Background: an optimization exercise with open tools, aiming at small area and a short achievable clock period. Do not read the settings as production practice.
At most, simulation tests tie the RTL to the original design; equivalence was not proved.
Power figures rest on the tool's default switching activity, not on a simulated workload.

Setup of build 63:
==> flow/design.v (excerpt) <==
module pod_cvt (
    input  wire        clk,
    input  wire        rst,
    input  wire        in_valid,
    input  wire [31:0] in_x,        
    input  wire [3:0]  in_dtype,    
    input  wire        in_sr,       
    input  wire [31:0] in_w,        
    output reg         out_valid,
    output reg  [31:0] out_y,       
    output reg         out_nan      
);
export LEC_CHECK = 0
export ABC_AREA = 1
export CAP_MARGIN = 20
export CORE_MARGIN = 2
export CORE_UTILIZATION = 40
export SLEW_MARGIN = 20
create_clock -name core_clock -period 18.0 [get_ports {clk}]
standard.sh (not shown) runs the stock make flow with config.mk's settings and CLKGATE_MAP_FILE= SYNTH_SCRIPT=/design/flow/synth_recipe.tcl, a recipe that flattens the netlist after the stock synthesis.
==> flow/flow/run.sh <==
#!/bin/bash
# Own layout flow: ORFS, as standard.sh runs it, with these changes:
#  - synthesis (the same Yosys steps as synth_recipe.tcl, so the registers keep
#    their names and cells) maps the logic with ABC scripts of its own
#    (flow/abc_proc.tcl): the logic feeding the input registers with
#    flow/abc1.script at delay target flow/abc1_delay, the rest with
#    flow/abc.script at flow/abc_delay; Yosys's full-adder extraction is off
#    (ADDER_MAP_FILE empty) so that ABC sees all of the logic;
#  - ports are buffered (the same buffer_ports step) with the cell named in
#    flow/port_buffer;
#  - the layout steps get the make variables in flow/make_vars, if any
#    (optimisation settings such as repair_timing's setup margin).
# Each tool's output goes to a log of its own in this folder.
set -euo pipefail
W=$(pwd)
F=$W/flow
export OWN_ABC_D=$(cat $F/abc_delay)
export OWN_ABC_SCRIPT=$W/own_abc.script
sed "s/{D}/-D $OWN_ABC_D/g" $F/abc.script > $OWN_ABC_SCRIPT
if [[ -f $F/abc1.script ]]; then
  export OWN_ABC1_D=$(cat $F/abc1_delay)
  export OWN_ABC1_SCRIPT=$W/own_abc1.script
  sed "s/{D}/-D $OWN_ABC1_D/g" $F/abc1.script > $OWN_ABC1_SCRIPT
fi
{ head -n 1 $W/synth_recipe.tcl; cat $F/abc_proc.tcl; tail -n +2 $W/synth_recipe.tcl; } > $W/own_synth.tcl
SYN=SYNTH_SCRIPT=$W/own_synth.tcl
# the knobs standard.sh passes on make's command line
KNOBS=$(sed -n 's/^make .*CLKGATE_MAP_FILE= [^ ]* \(.*\) "\${@:-finish}"$/\1/p' $W/standard.sh)
BUF=$(cat $F/port_buffer 2>/dev/null || echo sky130_fd_sc_hd__buf_1)
# extra make variables for the layout steps (optimisation effort only)
EXTRA=$(cat $F/make_vars 2>/dev/null | tr '\n' ' ' || true)
MK="make -C $FLOW_HOME DESIGN_CONFIG=$W/config.mk WORK_HOME=$W/orfs CLKGATE_MAP_FILE="
eval "$MK $SYN $KNOBS ADDER_MAP_FILE= synth" > $W/log_synth.txt 2>&1
eval "$MK $SYN $KNOBS $EXTRA BUFFER_PORTS_ARGS=\"-buffer_cell $BUF\" finish" > $W/log_layout.txt 2>&1
R=$W/orfs/results/$FLOW_PLATFORM/pod_cvt/base
: # left out here: write the final layout as DEF
==> flow/flow/make_vars <==
SETUP_SLACK_MARGIN=13
Other scripts of this flow, unchanged in this note and not shown: flow/flow/abc.script, flow/flow/abc1.script, flow/flow/abc1_delay, flow/flow/abc_delay, flow/flow/abc_proc.tcl, flow/flow/port_buffer
The final layout from build 63, which completed every stage, passed the timing, design-rule and antenna checks at the end of the flow.
Relative to build 63, the following input files were edited for trial 65:
==> flow/flow/make_vars <==
SETUP_SLACK_MARGIN=13.4
==> comparison <==
Final worst setup slack in trial 65 vs build 63: up 0.26 ns
Remaining max-slew budget at the tightest pin (lower): build 63
The run showing the greater post-layout total power is trial 65.
Trial 65 reports a higher met1 global-route usage than build 63 does.
Compared to build 63, the routing of trial 65 uses more wire.
Number of buffers and inverters on the critical path sits higher in trial 65 than in build 63.
Function was not checked in any run of this note: the RTL went through the layout flow alone.

* * *

Setup of middle:
pod_cvt, a different RTL version from the one above (not shown whole).
Size: roughly 0.0075 mm2 of cells after synthesis.
export LEC_CHECK = 0
export ABC_AREA = 1
export CAP_MARGIN = 20
export CORE_MARGIN = 2
export CORE_UTILIZATION = 40
export CTS_BUF_LIST = sky130_fd_sc_hd__clkbuf_8
export SLEW_MARGIN = 20
create_clock -name core_clock -period 18.0 [get_ports {clk}]
==> flow/flow/abc.script <==
strash
dc2
strash
dch
map {D}
==> flow/flow/abc1.script <==
strash
dc2
strash
dch
map {D}
==> flow/flow/abc1_delay <==
800
==> flow/flow/abc_delay <==
3500
==> flow/flow/abc_proc.tcl <==
# Technology mapping with own ABC scripts: the logic that feeds the input
# registers (cells named r_*) first, with its own delay target, then the rest.
proc abc {args} {
  set a $args
  set i [lsearch $a -script]; lset a [expr {$i+1}] $::env(OWN_ABC_SCRIPT)
  set i [lsearch $a -D]; lset a [expr {$i+1}] $::env(OWN_ABC_D)
  if {[info exists ::env(OWN_ABC1_SCRIPT)] && $::env(OWN_ABC1_SCRIPT) ne ""} {
    set a1 $args
    set i [lsearch $a1 -script]; lset a1 [expr {$i+1}] $::env(OWN_ABC1_SCRIPT)
    set i [lsearch $a1 -D]; lset a1 [expr {$i+1}] $::env(OWN_ABC1_D)
    yosys select -set s1 {c:r_*} %ci*
    yosys abc {*}$a1 {@s1}
  }
  yosys abc {*}$a
}
==> flow/flow/make_vars <==
SETUP_SLACK_MARGIN=12.75
==> flow/flow/port_buffer <==
sky130_fd_sc_hd__buf_1
Scripts as last shown in full above: flow/flow/run.sh
Changes in east relative to middle:
==> flow/flow/abc.script <==
strash
dc2
strash
dch
map {D}
buffer -p
upsize {D}
dnsize {D}
==> flow/flow/abc_delay <==
3250
The clock latency on the worst-skew pair of middle and that of east are within noise of each other.
Compared with middle, in east register-to-register setup slack went down; via-per-instance ratio did not really move; count of fill cells added during filler insertion went up.
On net count after synthesis: east sits above middle.
Mean post-synth cell area (higher): east
Cmp east vs middle: via total after detailed routing higher in east
Combinational share of power, middle and east: smaller value in middle
Sequential share of layout area was higher in the run labelled middle.
east against middle: area added between synthesis and finish dropped 2.4 points, total power of the final layout climbed about 1.5%.
No functional check of the RTL was part of any run of this note.

* * *

== oak ==
Another version of the RTL of pod_cvt (not shown whole).
Size: ~110 flip-flops, ~0.0078 mm² of cells after synthesis.
// pod_cvt
module pod_cvt (
    input  wire        clk,
    input  wire        rst,
    input  wire        in_valid,
    input  wire [31:0] in_x,        
    input  wire [3:0]  in_dtype,    
    input  wire        in_sr,       
    input  wire [31:0] in_w,        
    output reg         out_valid,
    output reg  [31:0] out_y,       
    output reg         out_nan      
);
==> flow/config.mk <==
export PLATFORM = sky130hd
export DESIGN_NAME = pod_cvt
export DESIGN_NICKNAME = pod_cvt
export VERILOG_FILES = /design/flow/design.v
export SDC_FILE = /design/flow/constraint.sdc
export NUM_CORES = 4
export LEC_CHECK = 0
export ABC_AREA = 1
export CAP_MARGIN = 20
export CORE_MARGIN = 2
export CORE_UTILIZATION = 40
export SLEW_MARGIN = 20
==> flow/constraint.sdc <==
create_clock -name core_clock -period 18.0 [get_ports {clk}]
set_input_delay 3.6000 -clock core_clock [delete_from_list [all_inputs] [get_ports {clk}]]
set_output_delay 3.6000 -clock core_clock [all_outputs]
set_load 0.01 [all_outputs]
==> flow/flow/run.sh <==
#!/bin/bash
# Own layout flow: ORFS, as standard.sh runs it, with these changes:
#  - synthesis (the same Yosys steps as synth_recipe.tcl, so the registers keep
#    their names and cells) maps the logic with ABC scripts of its own
#    (flow/abc_proc.tcl): the logic feeding the input registers with
#    flow/abc1.script at delay target flow/abc1_delay, the rest with
#    flow/abc.script at flow/abc_delay; Yosys's full-adder extraction is off
#    (ADDER_MAP_FILE empty) so that ABC sees all of the logic;
#  - ports are buffered (the same buffer_ports step) with the cell named in
#    flow/port_buffer.
# Each tool's output goes to a log of its own in this folder.
set -euo pipefail
W=$(pwd)
F=$W/flow
export OWN_ABC_D=$(cat $F/abc_delay)
export OWN_ABC_SCRIPT=$W/own_abc.script
sed "s/{D}/-D $OWN_ABC_D/g" $F/abc.script > $OWN_ABC_SCRIPT
if [[ -f $F/abc1.script ]]; then
  export OWN_ABC1_D=$(cat $F/abc1_delay)
  export OWN_ABC1_SCRIPT=$W/own_abc1.script
  sed "s/{D}/-D $OWN_ABC1_D/g" $F/abc1.script > $OWN_ABC1_SCRIPT
fi
{ head -n 1 $W/synth_recipe.tcl; cat $F/abc_proc.tcl; tail -n +2 $W/synth_recipe.tcl; } > $W/own_synth.tcl
SYN=SYNTH_SCRIPT=$W/own_synth.tcl
# the knobs standard.sh passes on make's command line
KNOBS=$(sed -n 's/^make .*CLKGATE_MAP_FILE= [^ ]* \(.*\) "\${@:-finish}"$/\1/p' $W/standard.sh)
BUF=$(cat $F/port_buffer 2>/dev/null || echo sky130_fd_sc_hd__buf_1)
MK="make -C $FLOW_HOME DESIGN_CONFIG=$W/config.mk WORK_HOME=$W/orfs CLKGATE_MAP_FILE="
eval "$MK $SYN $KNOBS ADDER_MAP_FILE= synth" > $W/log_synth.txt 2>&1
eval "$MK $SYN $KNOBS BUFFER_PORTS_ARGS=\"-buffer_cell $BUF\" finish" > $W/log_layout.txt 2>&1
R=$W/orfs/results/$FLOW_PLATFORM/pod_cvt/base
: # left out here: write the final layout as DEF
==> flow/flow/abc.script <==
strash
dc2
strash
dch
map {D}
buffer -p
upsize {D}
dnsize {D}
==> flow/flow/abc_delay <==
3500
Scripts as last shown in full above: flow/flow/abc1.script, flow/flow/abc1_delay, flow/flow/abc_proc.tcl, flow/flow/port_buffer
diff inputs: oak => pine
-- flow/flow/run.sh --
<<< oak, line 9
#  - ports are buffered (the same buffer_ports step) with the cell named in
#    flow/port_buffer.
# Each tool's output goes to a log of its own in this folder.
>>> pine, line 9
#  - ports are buffered (the same buffer_ports step) with the cell named in
#    flow/port_buffer;
#  - the layout steps get the make variables in flow/make_vars, if any
#    (optimisation settings such as repair_timing's setup margin).
# Each tool's output goes to a log of its own in this folder.
<<< oak, line 27
BUF=$(cat $F/port_buffer 2>/dev/null || echo sky130_fd_sc_hd__buf_1)
MK="make -C $FLOW_HOME DESIGN_CONFIG=$W/config.mk WORK_HOME=$W/orfs CLKGATE_MAP_FILE="
eval "$MK $SYN $KNOBS ADDER_MAP_FILE= synth" > $W/log_synth.txt 2>&1
eval "$MK $SYN $KNOBS BUFFER_PORTS_ARGS=\"-buffer_cell $BUF\" finish" > $W/log_layout.txt 2>&1
R=$W/orfs/results/$FLOW_PLATFORM/pod_cvt/base
>>> pine, line 29
BUF=$(cat $F/port_buffer 2>/dev/null || echo sky130_fd_sc_hd__buf_1)
# extra make variables for the layout steps (optimisation effort only)
EXTRA=$(cat $F/make_vars 2>/dev/null | tr '\n' ' ' || true)
MK="make -C $FLOW_HOME DESIGN_CONFIG=$W/config.mk WORK_HOME=$W/orfs CLKGATE_MAP_FILE="
eval "$MK $SYN $KNOBS ADDER_MAP_FILE= synth" > $W/log_synth.txt 2>&1
eval "$MK $SYN $KNOBS $EXTRA BUFFER_PORTS_ARGS=\"-buffer_cell $BUF\" finish" > $W/log_layout.txt 2>&1
R=$W/orfs/results/$FLOW_PLATFORM/pod_cvt/base
==> flow/flow/make_vars (new file) <==
SETUP_SLACK_MARGIN=13
[summary]
- As far as xor-xnor portion of the synthesized cell area goes, oak and pine are indistinguishable; the numbers are identical.
- Compared with oak, pine shows clock distribution area overhead in the final layout lower by 0.38 points.
- pine vs oak, final clock period utilization by the worst path went down by 7.0 points.
- Layout clock buffer count came out exactly the same in pine and oak.
- Routed wire length (lower): oak
- Cmp pine and oak / cell count along the critical path / lower: pine
- Global-route usage for pine: 0.51 points up relative to oak
- Diff oak -> pine: depth of the most critical reg-to-reg path up 2; design area up about 6%.
Modified inputs, birch compared to pine
Settings: GPL_TIMING_DRIVEN: unset -> 0.
removed: flow/flow/make_vars
Results
- Changes observed in birch relative to pine: internal cell power shows a reduction of about 5%, final core utilization went down, via count ~0 delta, part of the power in combinational logic decreased 0.6 points.
- From pine to birch the numbers moved as follows: average vias per placed instance has decreased, smallest setup slack after layout now smaller, total power after layout shrank by 3.0%, routed length on met2 higher.
Modified inputs, maple compared to birch
Settings: a deleted GPL_TIMING_DRIVEN that had been 0.
==> flow/flow/make_vars (new file) <==
SETUP_SLACK_MARGIN=13.5
Notes after the runs:
Diff birch..maple | area of the mapped netlist | unchanged
In maple, the final wirelength came out 1200 µm above the value in birch.
Clock sink total: maple vs birch identical
Re maximum number of pins on one net before global-route repair: maple is 30 up on birch.
Remaining max-slew budget at the tightest pin on maple is down relative to birch.
Per the comparison of maple with birch, total power went up, number of unique standard cell types used by synthesis did not really move.

* * *

Another version of the RTL of pod_cvt (not shown whole).
Size: about 1200 cells after synthesis, roughly 120 flip-flops.
==> flow/design.v (excerpt) <==
module pod_cvt (
    input  wire        clk,
    input  wire        rst,
    input  wire        in_valid,
    input  wire [31:0] in_x,        
    input  wire [3:0]  in_dtype,    
    input  wire        in_sr,       
    input  wire [31:0] in_w,        
    output reg         out_valid,
    output reg  [31:0] out_y,       
    output reg         out_nan      
);
export LEC_CHECK = 0
export ABC_AREA = 1
export CAP_MARGIN = 20
export CORE_MARGIN = 2
export CORE_UTILIZATION = 40
export CTS_BUF_LIST = sky130_fd_sc_hd__clkbuf_8
export SLEW_MARGIN = 20
create_clock -name core_clock -period 18.0 [get_ports {clk}]
==> flow/flow/run.sh <==
#!/bin/bash
# Own layout flow: ORFS, as standard.sh runs it, with these changes:
#  - synthesis (the same Yosys steps as synth_recipe.tcl, so the registers keep
#    their names and cells) maps the logic with ABC scripts of its own
#    (flow/abc_proc.tcl): the logic feeding the input registers with
#    flow/abc1.script at delay target flow/abc1_delay, the rest with
#    flow/abc.script at flow/abc_delay; Yosys's full-adder extraction is off
#    (ADDER_MAP_FILE empty) so that ABC sees all of the logic;
#  - ports are buffered (the same buffer_ports step) with the cell named in
#    flow/port_buffer;
#  - the layout steps get the make variables in flow/make_vars, if any
#    (optimisation settings such as repair_timing's setup margin).
# Each tool's output goes to a log of its own in this folder.
set -euo pipefail
W=$(pwd)
F=$W/flow
export OWN_ABC_D=$(cat $F/abc_delay)
export OWN_ABC_SCRIPT=$W/own_abc.script
sed "s/{D}/-D $OWN_ABC_D/g" $F/abc.script > $OWN_ABC_SCRIPT
if [[ -f $F/abc1.script ]]; then
  export OWN_ABC1_D=$(cat $F/abc1_delay)
  export OWN_ABC1_SCRIPT=$W/own_abc1.script
  sed "s/{D}/-D $OWN_ABC1_D/g" $F/abc1.script > $OWN_ABC1_SCRIPT
fi
{ head -n 1 $W/synth_recipe.tcl; cat $F/abc_proc.tcl; tail -n +2 $W/synth_recipe.tcl; } > $W/own_synth.tcl
SYN=SYNTH_SCRIPT=$W/own_synth.tcl
# the knobs standard.sh passes on make's command line
KNOBS=$(sed -n 's/^make .*CLKGATE_MAP_FILE= [^ ]* \(.*\) "\${@:-finish}"$/\1/p' $W/standard.sh)
BUF=$(cat $F/port_buffer 2>/dev/null || echo sky130_fd_sc_hd__buf_1)
# extra make variables for the layout steps (optimisation effort only)
EXTRA=$(cat $F/make_vars 2>/dev/null | tr '\n' ' ' || true)
MK="make -C $FLOW_HOME DESIGN_CONFIG=$W/config.mk WORK_HOME=$W/orfs CLKGATE_MAP_FILE="
eval "$MK $SYN $KNOBS ADDER_MAP_FILE= synth" > $W/log_synth.txt 2>&1
eval "$MK $SYN $KNOBS $EXTRA BUFFER_PORTS_ARGS=\"-buffer_cell $BUF\" finish" > $W/log_layout.txt 2>&1
R=$W/orfs/results/$FLOW_PLATFORM/pod_cvt/base
: # left out here: write the final layout as DEF
==> flow/flow/make_vars <==
SETUP_SLACK_MARGIN=12.5
Scripts as last shown in full above: flow/flow/abc.script, flow/flow/abc1.script, flow/flow/abc1_delay, flow/flow/abc_delay, flow/flow/abc_proc.tcl, flow/flow/port_buffer
Edit:
==> flow/flow/make_vars (replaced) <==
SETUP_SLACK_MARGIN=12.75
Sequential share of layout area is lower by 0.92 points.
Total power came out higher by 3.4%.
Sequential cell count is unchanged.
Global-route usage is about the same.
Via count rises by about 1.1%.
Sequential power is about the same.
Core utilization grows by 1.8 points.
Die area stays the same.
Wire length climbs by about 2%.
Worst setup slack gains 210 ps.
No run of this note included a check of the RTL's function; only the layout flow was run.

[afterwards: timing with drivers on the ports]
No port has a modelled driver above. Below, the same layouts with a new extraction and two added sets of constraints.
Step 1 (the two cells are an assumption about what drives the block):
set clk [get_ports {clk}]
set_driving_cell -lib_cell sky130_fd_sc_hd__clkbuf_16 $clk
set_driving_cell -lib_cell sky130_fd_sc_hd__buf_2 [delete_from_list [all_inputs] $clk]
Step 2 adds t to the input delays and takes it off the output delays; t is the mean of the earliest and latest rising clock arrival at the registers after step 1. Input paths then give back, and output paths get back, about the clock's delay inside the block.
a / b / c = no drivers / after step 1 / after step 2; a / b = the first two.
run	t (ns)	setup slack, ns	worst hold slack (ns)	worst register clock-pin slew, ns
build 63	0.474	13.146 / 13.164 / 12.690	0.403 / 0.403 / 0.403	0.07 / 0.07
trial 65	0.470	13.401 / 13.420 / 12.950	0.401 / 0.401 / 0.401	0.07 / 0.07
middle	0.437	13.028 / 13.038 / 12.605	0.407 / 0.407 / 0.407	0.12 / 0.12
east	0.449	12.995 / 12.995 / 12.668	0.412 / 0.412 / 0.412	0.12 / 0.12
oak	0.475	11.834 / 11.834 / 11.834	0.407 / 0.407 / 0.407	0.07 / 0.07
pine	0.471	13.088 / 13.112 / 12.642	0.407 / 0.407 / 0.407	0.07 / 0.07
birch	0.475	12.503 / 12.503 / 12.207	0.409 / 0.409 / 0.409	0.06 / 0.06
maple	0.462	13.206 / 13.206 / 13.059	0.408 / 0.408 / 0.408	0.06 / 0.06
the first run of note 4	0.509	12.684 / 12.705 / 12.196	0.414 / 0.414 / 0.414	0.09 / 0.09
the second run of note 4	0.509	12.890 / 12.913 / 12.404	0.414 / 0.414 / 0.414	0.09 / 0.09
After both steps setup and hold are still met in every run listed. For the first run of note 4, which loses most, drivers alone change the setup slack by +0.021 ns; drivers and shift together by -0.488 ns.
